What follows belongs to an exercise in optimizing a design on an open flow for small area and a short achievable clock period; a production flow would make more cautious choices. No run shown here included a check of the RTL's function; only the layout flow was run.

==> flow/design.v (outline; a module is shown in full before it is edited, if it fits) <==
// module ecc_bch_codec: 2052 lines
// module dec_flags: 19 lines
// module c_a221o: 3 lines
// module c_a311oi: 3 lines
// module c_a31oi: 3 lines
// module c_a32o: 3 lines
// module c_a32oi: 3 lines
// module c_and2: 3 lines
// module c_inv: 3 lines
// module c_nand2: 3 lines
// module c_nand3: 3 lines
// module c_nand4: 3 lines
// module c_nor2: 3 lines
// module c_o2111a: 3 lines
// module c_o21ai: 3 lines
// module c_o22ai: 3 lines
// module c_o311a: 3 lines
// module c_o311ai: 3 lines
// module c_o31a: 3 lines
// module c_or3b: 3 lines
// module c_xnor2: 3 lines
// module c_xor2: 3 lines
module ecc_bch_codec (
    input  wire        clk,
    input  wire        rst,           
    input  wire        in_valid,
    input  wire [63:0] in_wdata,      
    input  wire [63:0] in_rdata,      
    input  wire [15:0] in_rcheck,     
    output reg         out_valid,
    output reg  [15:0] out_wcheck,    
    output reg  [63:0] out_data,      
    output reg         out_ce,        
    output reg         out_ue,        
    output reg  [1:0]  out_nbits      
);
  // ...
==> flow/flow/run.sh <==
#!/bin/bash
# Own layout flow: the standard ORFS flow (standard.sh, unchanged synthesis),
# with a setup-slack target for OpenROAD's timing repair and a small buffer cell
# for the port buffers. Everything else is as the standard flow's layout.
set -euo pipefail
MARGIN=$(cat flow/margin.txt)
bash standard.sh \
  "SETUP_SLACK_MARGIN=${MARGIN}" \
  "BUFFER_PORTS_ARGS=-buffer_cell sky130_fd_sc_hd__buf_1" \
  finish > orfs_make.log 2>&1
==> flow/flow/margin.txt <==
26.3
==> flow/standard.sh <==
#!/bin/bash
# synth_recipe.tcl (not shown) runs the flow's synth.tcl, then flattens the netlist and writes it again
# the make line also repeats each setting of config.mk as NAME=value (left out here)
make -C /OpenROAD-flow-scripts/flow DESIGN_CONFIG=/design/flow/config.mk WORK_HOME=/design/flow/orfs CLKGATE_MAP_FILE= SYNTH_SCRIPT=/design/flow/synth_recipe.tcl "${@:-finish}"
==> flow/config.mk <==
export PLATFORM = sky130hd
export DESIGN_NAME = ecc_bch_codec
export DESIGN_NICKNAME = ecc_bch_codec
export VERILOG_FILES = /design/flow/design.v
export SDC_FILE = /design/flow/constraint.sdc
export NUM_CORES = 4
export LEC_CHECK = 0
export CAP_MARGIN = 20
export CORE_MARGIN = 2
export CORE_UTILIZATION = 40
export SLEW_MARGIN = 20
export SYNTH_HIERARCHICAL = 1
export SYNTH_MINIMUM_KEEP_SIZE = 0
==> flow/constraint.sdc <==
create_clock -name core_clock -period 34.0 [get_ports {clk}]
set_input_delay 6.8000 -clock core_clock [delete_from_list [all_inputs] [get_ports {clk}]]
set_output_delay 6.8000 -clock core_clock [all_outputs]
set_load 0.01 [all_outputs]
==> flow_metrics.py, run 1 <==
metrics = {
    "cells_and_area": {
        "nFillCells": 2132,
        "seq_area_um2": 3730,
        "drive_above_1_share_pct": 39.7,
        "largest_class": "multi-input combinational cells",
    },
    "yosys": {
        "yosysWarnings": 7,
        "synthCells": 1318,
        "synthXorXnorAreaFrac_pct": 50.4,
        "synth-edff-count": 0,
        "yosys.area_share.adder_pct": 0,
        "synth.area.top_cells": "xor2_1 (50%), dfxtp_1 (31%), nand2_1 (4.5%)",
        "async_reset_ff_share_pct": 0,
        "ys_ff_latch": 182,
        "yosysMostFrequentCell": "xor2_1",
        "yosysTopAreaCell": "xor2_1",
    },
    "clocking": {
        "numCtsBuffers": 17,
        "cts_root_buf": "clkbuf_16",
    },
    "worst_hold_path": {
        "hold_path.class": "register to register",
    },
    "run_status": {
        "status": "timing/DRC/antenna clean",
    },
    "drt": {
        "vias_per_cell": 5.31,
        "wl_met3_mm": 3.44,
    },
    "grt": {
        "grt_max_degree": 27,
    },
    "sta": {
        "rsz0062_at_grt": "true",
        "slew_headroom_pct": 47.8,
    },
    "worst_setup_path": {
        "path_class": "primary input to register",
        "endpoint": "wc1[14]",
        "path_delay_family": "XOR/XNOR gates",
        "arrival_ps": 8600,
    },
    "floorplan": {
        "io_pins": 232,
    },
}
==> run 2: changes to the inputs <==
==> flow/flow/margin.txt (replaced) <==
25.5
==> run 2 against run 1 <==
Net effect: design area fell by 25%; synthesized area did not move; core utilization fell by 17 points; sequential cell count did not move; clock skew fell by 6.7 ps; sequential share of layout area rose by 6.0 points; critical path depth did not move; count of clock-buffer cells in the layout rose by 1; synthesized cell count did not move; critical path type unchanged.
==> flow_metrics.py, run 2 <==
metrics = {
    "worst_setup_path": {
        "cp_num_buf_inv": 1,
        "cp-start-kind": "primary input",
        "path_cells": "buf_1 > xor2_1 > xor2_2 > xor2_2 > xor2_1 > xor2_1 > xor2_1",
        "arrival_ps": 8830,
        "startpoint": "in_rdata[20]",
        "end_kind": "register",
        "cpPeakStageDelay_ps": 390,
        "crit_slowest_cell": "xor2_1",
        "path_max_fanout": 3,
        "path_class": "primary input to register",
        "r2r-start": "s1[2]",
        "path_delay_family": "XOR/XNOR gates",
        "cp_data_required_time_ps": 34340,
        "crit_path_frequent_cell": "xor2_1",
    },
    "placed_design": {
        "place.gp.congestion": 0.989,
        "place_ws_ps": 24690,
        "dp_hpwl_mm": 34.2,
        "numPortBuffers": 231,
    },
    "floorplan": {
        "start_util_pct": 40.3,
        "die_h_um": 176,
        "io_pins": 232,
        "die_x_um": 176,
        "die_area_um2": 31100,
        "fp.coreArea_um2": 29500,
        "placementRows": 63,
    },
    "grt": {
        "grt_pass1_vias": 10300,
        "grt_max_degree": 27,
        "grt_overflow": 0,
        "use_met2_pct": 46.9,
        "grt_pass1_wl_mm": 61.6,
        "antenna_found_initial": 2,
        "use_met3_pct": 4.76,
        "met1_usage_pct": 31.4,
        "top_usage_layer": "met2",
        "grt_use_total_pct": 26.7,
    },
    "cells_and_area": {
        "antenna_cells": 0,
        "mostFrequentLayoutCells": "xor2_1 (622), buf_1 (223), dfxtp_1 (181)",
        "final_common_cell": "xor2_1",
        "fin_util_pct": 49.0,
        "top_regs": "out_data x64, rd1 x64",
        "drive_above_1_share_pct": 7.10,
        "nets": 1725,
        "area_delta_synth_final_pct": 21.6,
        "nFillCells": 2893,
    },
    "sta": {
        "fmax_ghz": 0.118,
        "worst_slack_ps": 25510,
        "slew_headroom_pct": 44.5,
        "finalSetupViolCount": 0,
        "slew_viol_final": 0,
        "fin_crit_ps": 8490,
        "hold_viol": 0,
        "worst_clock_skew_ps": 19.2,
        "rsz0062_at_grt": "false",
        "period_share_pct": 25.0,
        "tightestPinTransition_ps": 829,
        "tns_ps": 0,
    },
    "worst_hold_path": {
        "hold_path.class": "register to register",
        "hp-start": "wc1[12]",
    },
    "drt": {
        "drt-total-wl_mm": 42.1,
        "vias_per_cell": 5.24,
        "drtIter0Drc": 985,
        "drc": 0,
        "routedWlPerCell_um": 21.3,
        "ant_nets": 0,
        "drt-pass1-iter-count": 7,
        "num_vias": 10400,
    },
    "clocking": {
        "clk_pin_slew_ps": 80,
        "cts.sinks": 182,
        "cts_hold_buf": 0,
        "htreeDepth": 4,
        "insertion_delay_ps": 450,
        "numCtsBuffers": 17,
        "clockBufferDepth": 2,
        "cts_tree": "built",
        "cts_root_buf": "clkbuf_16",
    },
    "yosys": {
        "ys_ff_latch": 182,
        "async_reset_ff_share_pct": 0,
        "synthTopCellsByCount": "xor2_1 (677), dfxtp_1 (182), nand2_1 (143)",
        "yosysTopAreaCellShare_pct": 49.9,
        "synth-edff-count": 0,
        "yosysMostFrequentCell": "xor2_1",
        "synthesis.nets": 1465,
        "syn_area_per_cell_um2": 9.02,
        "synth.area.top_cells": "xor2_1 (50%), dfxtp_1 (31%), nand2_1 (4.5%)",
        "syn_area_um2": 11900,
        "yosysWarnings": 7,
        "synthCells": 1318,
        "ys_types": 30,
        "yosysTopAreaCell": "xor2_1",
        "seq_area_frac_synth_pct": 30.7,
        "synthFlopType": "dfxtp_1",
    },
    "run_status": {
        "status": "timing/DRC/antenna clean",
    },
    "run": {
        "cap_violations": 0,
    },
}
run 2: cell counts after synthesis:
No cell type changed its count.
run 2: path summary, 6_finish.rpt:
path,to,slack (ps),cells past startpoint
max,s3[2],25510,7
min,out_wcheck[12],330,0
max reg2reg,out_data[31],25980,27
min reg2reg,out_wcheck[12],330,0
run 2: repair_timing:
item                       CTS  global route
setup buffers                0             5
pin swaps                    6             7
gates resized for setup     37            36
setup endpoints to repair   58            88
run 2: kinds of logic (layout without fill, tap and decap cells):
group / Yosys count / in the layout / synth area share, %
buffers and inverters: 54 / 327 / 1.77
xor gates and xnor gates: 684 / 684 / 50.4
AOI/OAI and AO/OA: 126 / 126 / 6.89
and+or+nand+nor: 271 / 271 / 10.2
DFF: 182 / 182 / 30.7
muxes: 1 / 1 / 0.0947
run 2: per-stage QoR:
step,cell area (um2),hold WS (ps),std cells
after global routing,14500,324,1981
after CTS,14200,327,1976
final,14500,330,1981
after floorplan,11900,310,1318
after global placement,13300,311,1944
after detailed placement,13300,314,1944
run 2: layout make-up:
cell class	instances	area (um2)	area share [%]
multi-input combinational	1082	8550	59.1
clock inverter	14	173	1.19
sequential	182	3640	25.2
inverter	52	195	1.35
tap	390	488	3.38
clock buffer	18	439	3.04
timing repair buffer	243	967	6.69
run 2: metal layers:
| metal | vias to the layer above | wire [um] |
|---|---|---|
| met3 | 158 | 3040 |
| li1 | 4773 | - |
| met1 | 4832 | 16700 |
| met5 | - | 26 |
| met2 | 616 | 20100 |
| met4 | 4 | 2290 |
run 2: per-module statistics from Yosys (local to each module, per instance), excerpt:
module | cell area [um2] | cells inside | times used
c_o2111a | 11.3 | 1 | 1
c_or3b | 8.76 | 1 | 1
c_o21ai | 5.00 | 1 | 26
dec_flags | 126 | 16 | 1
c_and2 | 6.26 | 1 | 1
c_inv | 3.75 | 1 | 52
ecc_bch_codec | 3660 | 184 | 1
c_a32o | 10.0 | 1 | 3
c_o311ai | 8.76 | 1 | 2
c_nor2 | 3.75 | 1 | 52
c_a221o | 10.0 | 1 | 7
c_o22ai | 6.26 | 1 | 66
c_nand4 | 6.26 | 1 | 50
c_o31a | 8.76 | 1 | 1
c_nand2 | 3.75 | 1 | 142
c_o311a | 10.0 | 1 | 1
run 2: worst reg2reg max path: stages (launching register included):
cell      delay (ps)
dfxtp_1          310
buf_4            260
inv_1            230
nor2_1           300
nor2_1            90
inv_1            120
nor2_1            80
inv_1            190
o2111a_1         320
o21ai_1          150
a32o_1           230
o21ai_1          620
nand2_1          140
xor2_1           270
xor2_1           200
xor2_1           130
xnor2_1          430
xor2_4           360
xor2_1           450
nand2_1          150
xor2_1           230
xor2_1           350
xor2_4           370
xor2_1           710
inv_1            360
nand4_1          440
o22ai_1          230
xor2_1           200
==> run 3: changes to the inputs <==
==> flow/flow/margin.txt (replaced) <==
25.8
==> run 3 against run 2 <==
Net effect: still clean; routed wire length is 6.0% higher; maximum frequency is 2.2% higher; clock skew is 1.7 ps higher; largest cell class unchanged.
==> flow_metrics.py, run 3 <==
metrics = {
    "worst_hold_path": {
        "hold_path.class": "register to register",
    },
    "cells_and_area": {
        "final_area_um2": 16100,
        "nets": 1777,
        "nFillCells": 2653,
        "fin_cells": 2038,
        "fin_util_pct": 54.4,
        "top_regs": "out_data x64, rd1 x64",
        "drive_above_1_share_pct": 19.3,
        "final_common_cell": "xor2_1",
        "multi_input_area_um2": 9600,
        "area_delta_synth_final_pct": 35.0,
        "seq_area_um2": 3640,
        "mostFrequentLayoutCells": "xor2_1 (531), dfxtp_1 (182), buf_1 (167)",
    },
    "worst_setup_path": {
        "path_delay_family": "XOR/XNOR gates",
        "path_class": "primary input to register",
        "crit_slowest_cell": "xor2_1",
        "end_kind": "register",
        "cpPeakStageDelay_ps": 340,
        "cp_num_buf_inv": 1,
        "cp_data_required_time_ps": 34370,
        "path_max_fanout": 3,
        "arrival_ps": 8670,
        "cp-start-kind": "primary input",
        "crit_path_frequent_cell": "xor2_1",
        "path_cells": "buf_1 > xor2_2 > xor2_1 > xor2_1 > xor2_1 > xor2_1 > xor2_1",
    },
    "clocking": {
        "numCtsBuffers": 17,
        "cts_hold_buf": 0,
        "cts.sinks": 182,
        "cts_root_buf": "clkbuf_16",
        "insertion_delay_ps": 450,
        "htreeDepth": 4,
        "cts_tree": "built",
        "clockBufferDepth": 2,
        "clk_pin_slew_ps": 80,
    },
    "yosys": {
        "yosysTopAreaCell": "xor2_1",
        "synth-compound-area-share_pct": 6.89,
        "async_reset_ff_share_pct": 0,
        "syn_area_um2": 11900,
        "syn_area_per_cell_um2": 9.02,
        "synthFlopType": "dfxtp_1",
        "yosysWarnings": 7,
        "synth_mux_area_share_pct": 0.0947,
        "synthSimpleGateAreaFrac_pct": 10.2,
        "synthTopCellsByCount": "xor2_1 (677), dfxtp_1 (182), nand2_1 (143)",
        "yosysMostFrequentCell": "xor2_1",
        "synthesis.nets": 1465,
        "seq_area_frac_synth_pct": 30.7,
        "yosys.area_share.adder_pct": 0,
        "synthXorXnorAreaFrac_pct": 50.4,
        "synth-edff-count": 0,
        "synthCells": 1318,
        "ys_types": 30,
        "ys_ff_latch": 182,
        "synth_top_family_by_area": "XOR/XNOR gates",
        "yosysTopAreaCellShare_pct": 49.9,
        "synth.area.top_cells": "xor2_1 (50%), dfxtp_1 (31%), nand2_1 (4.5%)",
    },
    "floorplan": {
        "fp.coreArea_um2": 29500,
        "die_x_um": 176,
        "start_util_pct": 40.3,
        "die_h_um": 176,
        "io_pins": 232,
        "die_area_um2": 31100,
        "placementRows": 63,
    },
    "drt": {
        "num_vias": 10400,
        "drt-pass1-iter-count": 6,
        "drt-total-wl_mm": 44.7,
        "drc": 0,
        "vias_per_cell": 5.11,
        "routedWlPerCell_um": 21.9,
        "drtIter0Drc": 1028,
        "ant_nets": 0,
    },
    "placed_design": {
        "place.gp.congestion": 1.00,
        "numPortBuffers": 231,
        "dpl.cell_count": 1943,
        "placed_cell_area_um2": 13700,
        "dp_hpwl_mm": 35.5,
        "place_ws_ps": 24780,
    },
    "grt": {
        "antenna_found_initial": 9,
        "grt_pass1_wl_mm": 64.9,
        "grt_pass1_vias": 10400,
        "grt_overflow": 0,
        "grt_use_total_pct": 28.3,
        "grt_max_degree": 27,
    },
    "sta": {
        "slew_viol_final": 0,
        "worst_slack_ps": 25700,
        "rsz0062_at_grt": "true",
        "slew_headroom_pct": 45.8,
        "fin_crit_ps": 8300,
        "hold_viol": 0,
        "period_share_pct": 24.4,
        "tns_ps": 0,
        "fmax_ghz": 0.120,
        "whs_ps": 331,
        "worst_clock_skew_ps": 20.9,
        "tightestPinTransition_ps": 811,
        "finalSetupViolCount": 0,
    },
    "run_status": {
        "status": "timing/DRC/antenna clean",
    },
    "run": {
        "cap_violations": 0,
    },
}
## run 3: cell types whose count changed in the layout (fill, tap and decap cells not counted), moves of 3 or more
| cell | before | now |
|---|---|---|
| buf_1 | 223 | 167 |
| buf_2 | 3 | 38 |
| buf_4 | 12 | 62 |
| clkbuf_2 | 5 | 20 |
| clkbuf_4 | 0 | 5 |
| diode_2 | 0 | 5 |
| inv_6 | 5 | 2 |
| o22ai_1 | 66 | 63 |
| o22ai_2 | 0 | 3 |
| xor2_1 | 622 | 531 |
| xor2_2 | 46 | 108 |
| xor2_4 | 9 | 38 |
## run 3: worst paths after layout
kind,startpoint,endpoint,slack [ps],depth (start not counted)
min,wc1[9],out_wcheck[9],330,0
max,in_rdata[52],s3[3],25700,7
min reg2reg,wc1[9],out_wcheck[9],330,0
max reg2reg,s1[2],out_data[15],26240,29
## run 3: logic make-up (layout without fill, tap and decap cells)
family	Yosys count	in the layout
compound gates	126	126
buf+inv	54	379
flops	182	182
mux	1	1
xor+xnor	684	684
simple gates	271	271
other cells	0	5
## run 3: modules after synthesis, one instance, submodules excluded, excerpt
module	area, um2	copies in the design	flip-flops and latches	cells
c_a221o	10.0	7	0	1
c_a311oi	8.76	1	0	1
c_a31oi	6.26	15	0	1
c_a32o	10.0	3	0	1
c_a32oi	8.76	1	0	1
c_nand4	6.26	50	0	1
c_o22ai	6.26	66	0	1
c_o311a	10.0	1	0	1
c_o31a	8.76	1	0	1
c_or3b	8.76	1	0	1
c_xnor2	8.76	7	0	1
c_xor2	8.76	677	0	1
## run 3: timing repair
item / CTS / global route
pin swaps: 31 / 59
setup buffers: 24 / 34
hold endpoints to repair: 0 / 0
setup endpoints to repair: 90 / 95
resized for setup: 110 / 102
## run 3: cell type report
class,count,area share (%)
Antenna cell,5,0.0780
Clock buffer,17,2.65
Clock inverter,15,1.41
Inverter,52,1.22
Multi-Input combinational cell,1082,59.8
Sequential cell,182,22.7
Tap cell,390,3.04
Timing Repair Buffer,295,9.11
## run 3: worst reg2reg max path, delay by kind of cell (launching register included)
family,cells,cell delay [ps]
buf+inv,6,1150
simple gates,6,1140
flops,1,320
xor+xnor,12,3330
compound gates,5,1730
## run 3: routing by layer
metal  GRT usage, %  wire length, um  up-vias  part of all wire (%)
met5              0               48        -                  0.11
met3           6.27             3890       94                   8.7
met2           46.7            21100      564                    47
met1           36.8            18200     4933                    41
met4           9.26             1440        8                   3.2
li1               -                -     4825                     -
==> run 4: changes to the inputs <==
==> flow/flow/margin.txt (replaced) <==
25.5
--- a/flow/config.mk
+++ b/flow/config.mk
@@ -8,5 +8,5 @@
 export CAP_MARGIN = 20
 export CORE_MARGIN = 2
-export CORE_UTILIZATION = 40
+export CORE_UTILIZATION = 65
 export SLEW_MARGIN = 20
 export SYNTH_HIERARCHICAL = 1
==> run 4 against run 3 <==
Net effect: sequential cell count unchanged; critical path depth did not move; non-clock buffer count fell by 51; largest cell class unchanged; highest routed layer is now met4.
==> flow_metrics.py, run 4 <==
metrics = {
    "yosys": {
        "async_reset_ff_share_pct": 0,
        "synthFlopType": "dfxtp_1",
        "synth.area.top_cells": "xor2_1 (50%), dfxtp_1 (31%), nand2_1 (4.5%)",
        "ys_ff_latch": 182,
        "yosysTopAreaCellShare_pct": 49.9,
        "synth-edff-count": 0,
        "seq_area_frac_synth_pct": 30.7,
        "yosysWarnings": 7,
        "ys_types": 30,
        "synthTopCellsByCount": "xor2_1 (677), dfxtp_1 (182), nand2_1 (143)",
        "synthesis.nets": 1465,
        "yosysTopAreaCell": "xor2_1",
        "yosysMostFrequentCell": "xor2_1",
        "syn_area_um2": 11900,
        "synthCells": 1318,
        "syn_area_per_cell_um2": 9.02,
    },
    "drt": {
        "num_vias": 11100,
        "drc": 0,
        "drt-pass1-iter-count": 7,
        "ant_nets": 0,
        "drtIter0Drc": 1620,
        "vias_per_cell": 6.10,
        "routedWlPerCell_um": 23.8,
        "drt-total-wl_mm": 43.3,
    },
    "sta": {
        "tightestPinTransition_ps": 890,
        "slew_headroom_pct": 40.5,
        "period_share_pct": 25.1,
        "finalSetupViolCount": 0,
        "worst_clock_skew_ps": 12.4,
        "fmax_ghz": 0.117,
        "rsz0062_at_grt": "true",
        "hold_viol": 0,
        "fin_crit_ps": 8540,
        "slew_viol_final": 0,
        "worst_slack_ps": 25460,
        "tns_ps": 0,
    },
    "floorplan": {
        "die_area_um2": 19400,
        "io_pins": 232,
        "die_h_um": 139,
        "fp.coreArea_um2": 18000,
        "die_x_um": 139,
        "start_util_pct": 66.2,
        "placementRows": 49,
    },
    "clocking": {
        "clockBufferDepth": 2,
        "insertion_delay_ps": 430,
        "cts_hold_buf": 0,
        "cts_tree": "built",
        "clk_pin_slew_ps": 70,
        "htreeDepth": 4,
        "cts_root_buf": "clkbuf_16",
        "cts.sinks": 182,
        "numCtsBuffers": 17,
    },
    "worst_setup_path": {
        "path_max_fanout": 3,
        "path_class": "primary input to register",
        "arrival_ps": 8890,
        "end_kind": "register",
        "cp_data_required_time_ps": 34340,
        "cp-start-kind": "primary input",
    },
    "placed_design": {
        "place_ws_ps": 24830,
        "dp_hpwl_mm": 32.5,
        "numPortBuffers": 231,
        "place.gp.congestion": 1.05,
    },
    "cells_and_area": {
        "drive_above_1_share_pct": 7.04,
        "final_common_cell": "xor2_1",
        "area_delta_synth_final_pct": 19.7,
        "top_regs": "out_data x64, rd1 x64",
        "antenna_cells": 0,
        "nets": 1726,
        "mostFrequentLayoutCells": "xor2_1 (619), buf_1 (229), dfxtp_1 (181)",
    },
    "grt": {
        "grt_overflow": 0,
        "grt_use_total_pct": 41.4,
        "grt_pass1_wl_mm": 61.3,
        "antenna_found_initial": 0,
        "grt_pass1_vias": 10600,
        "grt_max_degree": 27,
    },
    "run_status": {
        "status": "timing/DRC/antenna clean",
    },
    "worst_hold_path": {
        "hold_path.class": "register to register",
    },
    "run": {
        "cap_violations": 0,
    },
}
## run 4: cell types whose count changed in the layout (fill, tap and decap cells not counted), moves of 3 or more
cell and change:
buf_1 +62, o22ai_1 +3, xor2_1 +88, buf_4 -49, o22ai_2 -3, clkbuf_2 -19
buf_2 -37, xor2_2 -56, xor2_4 -32, inv_8 +4, clkinv_8 -4, clkbuf_4 -5
diode_2 -5
## run 4: path summary, 6_finish.rpt
kind                 from              to  slack [ps]  cells after the start
max          in_rdata[36]           s3[2]       25460                      7
min               wc1[14]  out_wcheck[14]         330                      0
min reg2reg       wc1[14]  out_wcheck[14]         330                      0
max reg2reg         s1[3]    out_data[56]       25760                     28
## run 4: repair_timing
item	in CTS	in global routing
endpoints found under the hold margin	0	0
resized for setup	16	52
setup endpoints to repair	74	88
setup buffers	0	8
pin swaps	1	11
## run 4: routing by layer
metal  GRT usage, %  routed length [um]  up-vias
met2           66.7               19800     1004
met3           8.26                5340      223
met4           18.5                2530        0
met5              0                   0        -
met1           53.9               15700     5082
li1               -                   -     4799
## run 4: stage by stage
| step | hold slack (ps) | instance area, um2 | std cells | util (%) |
|---|---|---|---|---|
| 3_3_place_gp | 311 | 13100 | 1781 | 72.7 |
| 5_1_grt | 332 | 14200 | 1821 | 79.2 |
| 6_report | 328 | 14200 | 1821 | 79.2 |
| 4_1_cts | 324 | 13800 | 1813 | 76.7 |
| 3_5_place_dp | 312 | 13100 | 1781 | 72.7 |
| 2_1_floorplan | 310 | 11900 | 1318 | - |
## run 4: Yosys stat by module (local to each module, per instance), a selection
module / cell area (um2) / flops+latches
c_or3b: 8.76 / 0
c_inv: 3.75 / 0
c_nand4: 6.26 / 0
c_o311a: 10.0 / 0
c_a221o: 10.0 / 0
c_o311ai: 8.76 / 0
c_o31a: 8.76 / 0
c_nand2: 3.75 / 0
c_nor2: 3.75 / 0
## run 4: cell families (layout without fill, tap and decap cells)
kind of cell	count (synthesis)	in the layout	synth area share, %
flops	182	182	30.7
mux	1	1	0.0947
xor+xnor	684	684	50.4
buf+inv	54	328	1.77
compound gates	126	126	6.89
simple gates	271	271	10.2
## run 4: layout make-up
class / instances / area [um2]
repair buffers: 244 / 967
fillers: 1140 / 3730
flip-flops and latches: 182 / 3640
multi-input cells: 1082 / 8540
clock inverters: 15 / 169
clock buffers: 17 / 425
well taps: 229 / 287
inverters: 52 / 195
## run 4: critical path, cell delays in order
cell	delay [ps]
buf_1	310
xor2_1	350
xor2_2	310
xor2_1	420
xor2_1	280
xor2_1	220
xor2_1	200

-- re-timing with driven ports --
Ports are ideal in the flow. The routed layouts listed here were re-timed in OpenROAD.
Step 1 (the two cells are an assumption about what drives the block):
set clk [get_ports {clk}]
set_driving_cell -lib_cell sky130_fd_sc_hd__clkbuf_16 $clk
set_driving_cell -lib_cell sky130_fd_sc_hd__buf_2 [delete_from_list [all_inputs] $clk]
Step 2, shift: input delay + t, output delay - t, t = (earliest + latest rising clock arrival at the registers) / 2. This alone moves slack from input paths to output paths.
Three values: ideal ports, drivers, drivers and shift; two values: the first two.
run	t, ns	slack for setup (ns)	worst hold slack (ns)	worst slew at a driven data input, ns	pins driven straight from the clock port
run 1	0.493	25.774 / 25.799 / 25.306	0.327 / 0.327 / 0.327	0.12	1
run 2	0.489	25.512 / 25.542 / 25.053	0.330 / 0.330 / 0.330	0.09	1
run 3	0.490	25.697 / 25.727 / 25.237	0.331 / 0.331 / 0.331	0.09	1
run 4	0.471	25.459 / 25.467 / 24.996	0.328 / 0.328 / 0.328	0.06	1
After both steps every run listed still meets setup and hold. For run 1, which loses most, drivers alone change the setup slack by +0.025 ns; drivers and shift together by -0.468 ns.
